What follows belongs to an exercise in optimizing a design on an open flow for small area and a short achievable clock period; a production flow would make more cautious choices. Where RTL was checked, it was by simulation tests only, not by an equivalence proof against the original.

// rse_compose
module rse_compose (
    input  wire        clk,
    input  wire        rst,
    input  wire        in_valid,
    input  wire [11:0] bg_y,
    input  wire [11:0] bg_cb,
    input  wire [11:0] bg_cr,
    input  wire        l0_cover,
    input  wire [7:0]  l0_alpha,
    input  wire [1:0]  l0_depth,
    input  wire [15:0] l0_y,
    input  wire [15:0] l0_cb,
    input  wire [15:0] l0_cr,
    input  wire        l1_cover,
    input  wire [7:0]  l1_alpha,
    input  wire [1:0]  l1_depth,
    input  wire [15:0] l1_y,
    input  wire [15:0] l1_cb,
    input  wire [15:0] l1_cr,
    input  wire        l2_cover,
    input  wire [7:0]  l2_alpha,
    input  wire [1:0]  l2_depth,
    input  wire [15:0] l2_y,
    input  wire [15:0] l2_cb,
    input  wire [15:0] l2_cr,
    input  wire        l3_cover,
    input  wire [7:0]  l3_alpha,
    input  wire [1:0]  l3_depth,
    input  wire [15:0] l3_y,
    input  wire [15:0] l3_cb,
    input  wire [15:0] l3_cr,
    output reg         out_valid,
    output reg  [11:0] out_y,
    output reg  [11:0] out_cb,
    output reg  [11:0] out_cr
);
==> flow/config.mk <==
export PLATFORM = sky130hd
export DESIGN_NAME = rse_compose
export DESIGN_NICKNAME = rse_compose
export VERILOG_FILES = /design/flow/design.v
export SDC_FILE = /design/flow/constraint.sdc
export NUM_CORES = 4
export LEC_CHECK = 0
export CAP_MARGIN = 20
export CORE_MARGIN = 2
export CORE_UTILIZATION = 40
export SLEW_MARGIN = 20
==> flow/constraint.sdc <==
create_clock -name core_clock -period 20.0 [get_ports {clk}]
set_input_delay 4.0000 -clock core_clock [delete_from_list [all_inputs] [get_ports {clk}]]
set_output_delay 4.0000 -clock core_clock [all_outputs]
set_load 0.01 [all_outputs]
standard.sh (not shown) runs the stock make flow with config.mk's settings and CLKGATE_MAP_FILE= SYNTH_SCRIPT=/design/flow/synth_recipe.tcl, a recipe that flattens the netlist after the stock synthesis.
==> flow/flow/run.sh <==
#!/bin/bash
# The standard layout, with plain buffers (not delay cells) on the ports.
set -euo pipefail
export BUFFER_PORTS_ARGS="-buffer_cell sky130_fd_sc_hd__buf_2"
bash standard.sh > make_flow.log 2>&1
The starting point completed with no timing, DRC or antenna violations.
Edit:
--- a/flow/design.v
+++ b/flow/design.v
@@ -133,21 +133,15 @@
             div255 = z[19:8] + {7'd0, t[12:8]} + {11'd0, ec[8]};
         end
     endfunction
     reg        v0;
     reg [35:0] c0;
     reg [43:0] l0 [0:3];       
-    reg [7:0]  na0;            
-    reg [7:0]  ra0;            
-    reg        rc0;            
     always @(posedge clk) begin
         v0 <= in_valid & ~rst;
         c0 <= {bg_y, bg_cb, bg_cr};
-        na0   <= ~(l0_cover ? l0_alpha : 8'd0);
-        ra0   <= l0_alpha;
-        rc0   <= l0_cover;
         l0[0] <= {l0_cover ? l0_alpha : 8'd0,
                   widen(l0_depth, l0_y), widen(l0_depth, l0_cb), widen(l0_depth, l0_cr)};
         l0[1] <= {l1_cover ? l1_alpha : 8'd0,
                   widen(l1_depth, l1_y), widen(l1_depth, l1_cb), widen(l1_depth, l1_cr)};
         l0[2] <= {l2_cover ? l2_alpha : 8'd0,
                   widen(l2_depth, l2_y), widen(l2_depth, l2_cb), widen(l2_depth, l2_cr)};
@@ -157,15 +151,12 @@
     reg        vn [0:3];
     reg [59:0] zn [0:3];
     reg        vd [0:3];
     reg [35:0] od [0:3];
     reg [175:0] ln [0:3];
     reg [175:0] ld [0:3];
-    reg [7:0]   xan [0:3];     
-    reg [7:0]   nad [0:3];     
-    reg [7:0]   xad [0:3];     
     wire        vi [0:3];
     wire [35:0] oi [0:3];
     wire [175:0] li [0:3];
     assign vi[0] = v0;
     assign oi[0] = c0;
     assign li[0] = {l0[3], l0[2], l0[1], l0[0]};
@@ -175,35 +166,22 @@
             if (k > 0) begin : g_in
                 assign vi[k] = vd[k-1];
                 assign oi[k] = od[k-1];
                 assign li[k] = ld[k-1];
             end
             wire [7:0]  alpha = li[k][44*k+43:44*k+36];
-            wire [7:0]  alpha_cb, alpha_cr;
-            if (k == 0) begin : g_a0
-                assign alpha_cb = ~na0;
-                assign alpha_cr = ra0 & {8{rc0}};
-            end else begin : g_a
-                assign alpha_cb = ~nad[k-1];
-                assign alpha_cr = xad[k-1];
-            end
             wire [35:0] smp   = li[k][44*k+35:44*k];
             always @(posedge clk) begin
                 vn[k] <= vi[k] & ~rst;
                 zn[k] <= {numer(alpha, smp[35:24], oi[k][35:24]),
-                          numer(alpha_cb, smp[23:12], oi[k][23:12]),
-                          numer(alpha_cr, smp[11:0],  oi[k][11:0])};
+                          numer(alpha, smp[23:12], oi[k][23:12]),
+                          numer(alpha, smp[11:0],  oi[k][11:0])};
                 ln[k] <= li[k];
                 vd[k] <= vn[k] & ~rst;
                 od[k] <= {div255(zn[k][59:40]), div255(zn[k][39:20]), div255(zn[k][19:0])};
                 ld[k] <= ln[k];
-                if (k < 3) begin
-                    xan[k] <= ~li[k][44*k+87:44*k+80];
-                    nad[k] <= ~ln[k][44*k+87:44*k+80];
-                    xad[k] <= ~xan[k];
-                end
             end
         end
     endgenerate
     always @(*) begin
         out_valid = vd[3];
         {out_y, out_cb, out_cr} = od[3];
=> Setup slack improved by 0.21 ns; routed wire length shrinks by 3.3%; non-clock buffer count grows by 33; first-iteration DRC count grows by 6.4%; synthesized cell count shrinks by 1.8%; final area shrinks by 2.7%.
For the first run of this note, only the layout was checked, not whether the RTL still works.


Setup of run A:
rse_compose, a different RTL version from the one above (not shown whole).
For scale: ~1100 flip-flops, ~310 I/O pins.
==> flow/config.mk <==
export PLATFORM = sky130hd
export DESIGN_NAME = rse_compose
export DESIGN_NICKNAME = rse_compose
export VERILOG_FILES = /design/flow/design.v
export SDC_FILE = /design/flow/constraint.sdc
export NUM_CORES = 4
export LEC_CHECK = 0
export CAP_MARGIN = 20
export CORE_MARGIN = 2
export CORE_UTILIZATION = 40
export CTS_CLUSTER_DIAMETER = 100
export CTS_CLUSTER_SIZE = 28
export SLEW_MARGIN = 20
==> flow/constraint.sdc <==
create_clock -name core_clock -period 20.0 [get_ports {clk}]
set_input_delay 4.0000 -clock core_clock [delete_from_list [all_inputs] [get_ports {clk}]]
set_output_delay 4.0000 -clock core_clock [all_outputs]
set_load 0.01 [all_outputs]
==> flow/flow/run.sh <==
#!/bin/bash
# The standard layout, with plain buffers (not delay cells) on the ports,
# and timing repair aimed at a 5.2 ns cycle (slack 14.8 ns at the 20 ns clock).
set -euo pipefail
export BUFFER_PORTS_ARGS="-buffer_cell sky130_fd_sc_hd__buf_2"
export SETUP_SLACK_MARGIN=14.8
bash standard.sh > make_flow.log 2>&1
Input-level comparison between run B and run A:
diff --git a/flow/design.v b/flow/design.v
--- a/flow/design.v
+++ b/flow/design.v
@@ -127,45 +127,36 @@
     function [11:0] div255(input [19:0] z);
         reg [12:0] t;
         reg [8:0]  ec;
         begin
             t  = {1'b0, z[19:8]} + {5'd0, z[7:0]};
             ec = {1'b0, t[7:0]} + {4'd0, t[12:8]};
             div255 = z[19:8] + {7'd0, t[12:8]} + {11'd0, ec[8]};
         end
     endfunction
     reg        v0;
     reg [35:0] c0;
     reg [45:0] l0 [0:3];       
-    reg [2:0]  dsel0;          
     always @(posedge clk) begin
         v0 <= in_valid & ~rst;
         c0 <= {bg_y, bg_cb, bg_cr};
-        dsel0 <= {l0_depth == 2'd2, l0_depth == 2'd1, l0_depth == 2'd0 || l0_depth == 2'd3};
         l0[0] <= {l0_cover ? l0_alpha : 8'd0, l0_depth, l0_y[11:0], l0_cb[11:0], l0_cr[11:0]};
         l0[1] <= {l1_cover ? l1_alpha : 8'd0, l1_depth, l1_y[11:0], l1_cb[11:0], l1_cr[11:0]};
         l0[2] <= {l2_cover ? l2_alpha : 8'd0, l2_depth, l2_y[11:0], l2_cb[11:0], l2_cr[11:0]};
         l0[3] <= {l3_cover ? l3_alpha : 8'd0, l3_depth, l3_y[11:0], l3_cb[11:0], l3_cr[11:0]};
     end
-    function [11:0] widen_sel(input [2:0] sel, input [11:0] raw);
-        widen_sel = ({12{sel[2]}} & raw)
-                  | ({12{sel[1]}} & {raw[9:0], 2'b00})
-                  | ({12{sel[0]}} & {raw[7:0], 4'b0000});
-    endfunction
     wire [43:0] lw [0:3];
-    assign lw[0] = {l0[0][45:38], widen_sel(dsel0, l0[0][35:24]),
-                    widen_sel(dsel0, l0[0][23:12]), widen_sel(dsel0, l0[0][11:0])};
     genvar j;
     generate
-        for (j = 1; j < 4; j = j + 1) begin : g_widen
+        for (j = 0; j < 4; j = j + 1) begin : g_widen
             assign lw[j] = {l0[j][45:38], widen(l0[j][37:36], {4'd0, l0[j][35:24]}),
                             widen(l0[j][37:36], {4'd0, l0[j][23:12]}),
                             widen(l0[j][37:36], {4'd0, l0[j][11:0]})};
         end
     endgenerate
     reg        vn [0:3];
     reg [59:0] zn [0:3];
     reg        vd [0:3];
     reg [35:0] od [0:3];
     reg [175:0] ln [0:3];
     reg [175:0] ld [0:3];
     wire        vi [0:3];
Results
Cell count in run B is 2.3% lower than in run A. Per the comparison of run B with run A, via total after detailed routing moved down; clock buffer count from CTS moved up; worst setup slack after layout moved down. Maximum achievable frequency essentially unchanged between run B and run A. Summary: with run A as the reference, count of clock buffers in the final design in run B moved up by a little under 10%. Run B against run A: setup slack at placement shrank by 120 ps, utilization grew by 0.74 points. Lower synthesis-to-layout area growth was reported by run A, not run B. Going from run A to run B, the post-CTS setup-driven buffer insertion count was found to have gone up by 13. Comparing the two runs side by side, run B comes out behind run A on die area.
Only the layout flow was run in run B; the RTL was not checked for function there.

==> afterwards: timing with drivers on the ports <==
The results above use ideal ports. As a check the final layouts listed here were re-extracted and re-timed, cells and wires unchanged. Step 1 sets driving cells, clkbuf_16 on the clock port and buf_2 on the other inputs (assumed; they add their load-dependent delay and slew). Step 2 times the ports against the registers' clock, not the clock port: input delays grow and output delays shrink by t, the midpoint of the rising clock arrivals with the driver on. a / b / c = ideal ports / drivers / drivers and shift; a / b = the first two.
| run | t (ns) | setup slack, ns | hold WS [ns] | worst setup path after step 2 | slew at the worst register clock pin (ns) |
|---|---|---|---|---|---|
| the first run of note 1 | 0.876 | 14.241 / 14.241 / 14.235 | 0.291 / 0.291 / 0.291 | input to register | 0.07 / 0.07 |
| the second run of note 1 | 0.839 | 14.456 / 14.456 / 14.232 | 0.288 / 0.288 / 0.288 | input to register | 0.07 / 0.07 |
| run A | 0.833 | 14.772 / 14.684 / 14.912 | 0.312 / 0.312 / 0.312 | register to register | 0.11 / 0.11 |
| run B | 0.795 | 14.762 / 14.723 / 14.762 | 0.308 / 0.308 / 0.308 | register to register | 0.12 / 0.12 |
After both steps every run listed still meets setup and hold. For the second run of note 1, which loses most, drivers alone change the setup slack by 0.000 ns; drivers and shift together by -0.224 ns.
